From an optimization exercise on the open Yosys and OpenROAD flow, aimed at small area; shortcuts taken in it are not production practice.
In this exercise RTL edits were held to simulation tests only and were not proved equivalent to the original.
Power figures rest on the tool's default switching activity, not on a simulated workload.

try-zinc:
==> flow/design.v (excerpt) <==
module fs_comp (
    input  wire        clk,
    input  wire        rst,
    input  wire        start,
    input  wire        restart,
    input  wire [15:0] d_hold,
    input  wire [15:0] s,
    input  wire [15:0] p,
    input  wire [1:0]  form,
    input  wire [5:0]  eb,
    input  wire [5:0]  ea,
    input  wire [23:0] mb0,
    input  wire [23:0] mb1,
    input  wire [23:0] mb2,
    input  wire [23:0] mb3,
    input  wire [23:0] ma1,
    input  wire [23:0] ma2,
    input  wire [23:0] ma3,
    input  wire [15:0] drv_lo,
    input  wire [15:0] drv_hi,
    input  wire [15:0] fe_lim,
    input  wire [15:0] fe_time,
    output wire        ready,
    output reg         done,
    output wire [15:0] d,
    output wire [31:0] v,
    output reg         sat,
    output reg         fe_over,
    output reg         fe_fault,
    output reg  [15:0] fe_timer,
    output reg  [31:0] sat_cnt
);
Size: roughly 1300 cells after synthesis, ~310 flip-flops, about 400 I/O pins.
export LEC_CHECK = 0
export CAP_MARGIN = 20
export CORE_MARGIN = 2
export CORE_UTILIZATION = 60
export CTS_BUF_LIST = sky130_fd_sc_hd__clkbuf_8
export CTS_CLUSTER_DIAMETER = 70
export CTS_CLUSTER_SIZE = 16
export PLACE_DENSITY = 0.75
export SLEW_MARGIN = 20
create_clock -name core_clock -period 15.0 [get_ports {clk}]
standard.sh (not shown) runs the stock make flow with config.mk's settings and CLKGATE_MAP_FILE= SYNTH_SCRIPT=/design/flow/synth_recipe.tcl, a recipe that flattens the netlist after the stock synthesis.
==> flow/flow/run.sh <==
#!/bin/bash
# Standard ORFS layout, with the port buffers made from the smallest buffer
# cell and ORFS's power recovery (downsizing off-critical cells) enabled.
set -euo pipefail
bash standard.sh "BUFFER_PORTS_ARGS=-buffer_cell sky130_fd_sc_hd__buf_1" RECOVER_POWER=100 finish > orfs_make.log 2>&1
try-zinc ran in full, but the layout does not pass; the checks complain about capacitance limit, slew limit.
The following lists how try-juniper was set up differently from try-zinc:
# try-zinc
export LEC_CHECK = 0
export CAP_MARGIN = 20
export CORE_MARGIN = 2
export CORE_UTILIZATION = 60
export CTS_BUF_LIST = sky130_fd_sc_hd__clkbuf_8
export CTS_CLUSTER_DIAMETER = 70
export CTS_CLUSTER_SIZE = 16
export PLACE_DENSITY = 0.75
export SLEW_MARGIN = 20
create_clock -name core_clock -period 15.0 [get_ports {clk}]
# try-juniper
export LEC_CHECK = 0
export CAP_MARGIN = 20
export CORE_MARGIN = 2
export CORE_UTILIZATION = 60
export CTS_BUF_LIST = sky130_fd_sc_hd__clkbuf_4
export CTS_CLUSTER_DIAMETER = 50
export CTS_CLUSTER_SIZE = 10
export PLACE_DENSITY = 0.75
export SLEW_MARGIN = 20
create_clock -name core_clock -period 15.0 [get_ports {clk}]
Findings:
The final report for try-juniper shows a completed flow and a layout that fails verification, specifically capacitance limit, slew limit.
The share of power burned in combinational logic reported for try-juniper is smaller than that of try-zinc by 0.7 points.
try-juniper ends up with higher minimum clock period after layout than try-zinc does.
As far as instance count along the most critical hold path goes, try-juniper and try-zinc are indistinguishable; the numbers are identical.
The higher worst-case hold slack of try-juniper and try-zinc is in try-zinc.
Delta (try-juniper minus try-zinc): highest attainable clock frequency saw little to no change; met1 layer wirelength in the final routing saw a decrease.
diff inputs: try-juniper => try-harbor
# try-juniper
export LEC_CHECK = 0
export CAP_MARGIN = 20
export CORE_MARGIN = 2
export CORE_UTILIZATION = 60
export CTS_BUF_LIST = sky130_fd_sc_hd__clkbuf_4
export CTS_CLUSTER_DIAMETER = 50
export CTS_CLUSTER_SIZE = 10
export PLACE_DENSITY = 0.75
export SLEW_MARGIN = 20
create_clock -name core_clock -period 15.0 [get_ports {clk}]
# try-harbor
export LEC_CHECK = 0
export CAP_MARGIN = 20
export CORE_MARGIN = 2
export CORE_UTILIZATION = 60
export CTS_BUF_LIST = sky130_fd_sc_hd__clkbuf_16
export CTS_CLUSTER_DIAMETER = 80
export CTS_CLUSTER_SIZE = 25
export PLACE_DENSITY = 0.75
export SLEW_MARGIN = 20
create_clock -name core_clock -period 15.0 [get_ports {clk}]
==> flow/flow/run.sh <==
#!/bin/bash
# Standard ORFS layout, but with the port buffers made from the smallest
# buffer cell instead of the default choice.
set -euo pipefail
bash standard.sh "BUFFER_PORTS_ARGS=-buffer_cell sky130_fd_sc_hd__buf_1" finish > orfs_make.log 2>&1
Notes after the runs:
Status | try-harbor and try-juniper | clean except try-juniper
try-juniper ran in full, but the layout does not pass; the checks complain about capacitance limit, slew limit.
As far as synthesized cell count goes, try-harbor and try-juniper are indistinguishable; the numbers are identical.
try-harbor and try-juniper ended up with nearly the same hold slack.
The higher data arrival at the endpoint of the critical path of try-harbor and try-juniper is in try-juniper.
Global router's overall resource usage sits lower in try-harbor than in try-juniper.
Sequential share of layout area of try-juniper is on par with try-harbor.
Measured against each other, try-harbor and try-juniper differ in fmax, the higher figure coming from try-harbor.

[port drivers added, routing unchanged]
The results above use ideal ports. As a check the final layouts listed here were re-extracted and re-timed, cells and wires unchanged. Step 1 assumes that a clkbuf_16 drives the clock port and a buf_2 every other input. Step 2 times the ports against the registers' clock, not the clock port: input delays grow and output delays shrink by t, the midpoint of the rising clock arrivals with the driver on. a / b / c = ideal / step 1 / step 2; a / b = the first two.
| run | t, ns | setup WS [ns] | worst setup path after step 2 | clock arrival spread, ns |
|---|---|---|---|---|
| try-zinc | 0.595 | 2.303 / 2.303 / 1.883 | input to register | 0.026 / 0.027 |
| try-juniper | 0.700 | 2.292 / 2.292 / 1.938 | input to register | 0.025 / 0.025 |
| try-harbor | 0.544 | 2.400 / 2.400 / 1.890 | input to register | 0.025 / 0.025 |
For try-harbor, which loses most, drivers alone change the setup slack by 0.000 ns; drivers and shift together by -0.510 ns.
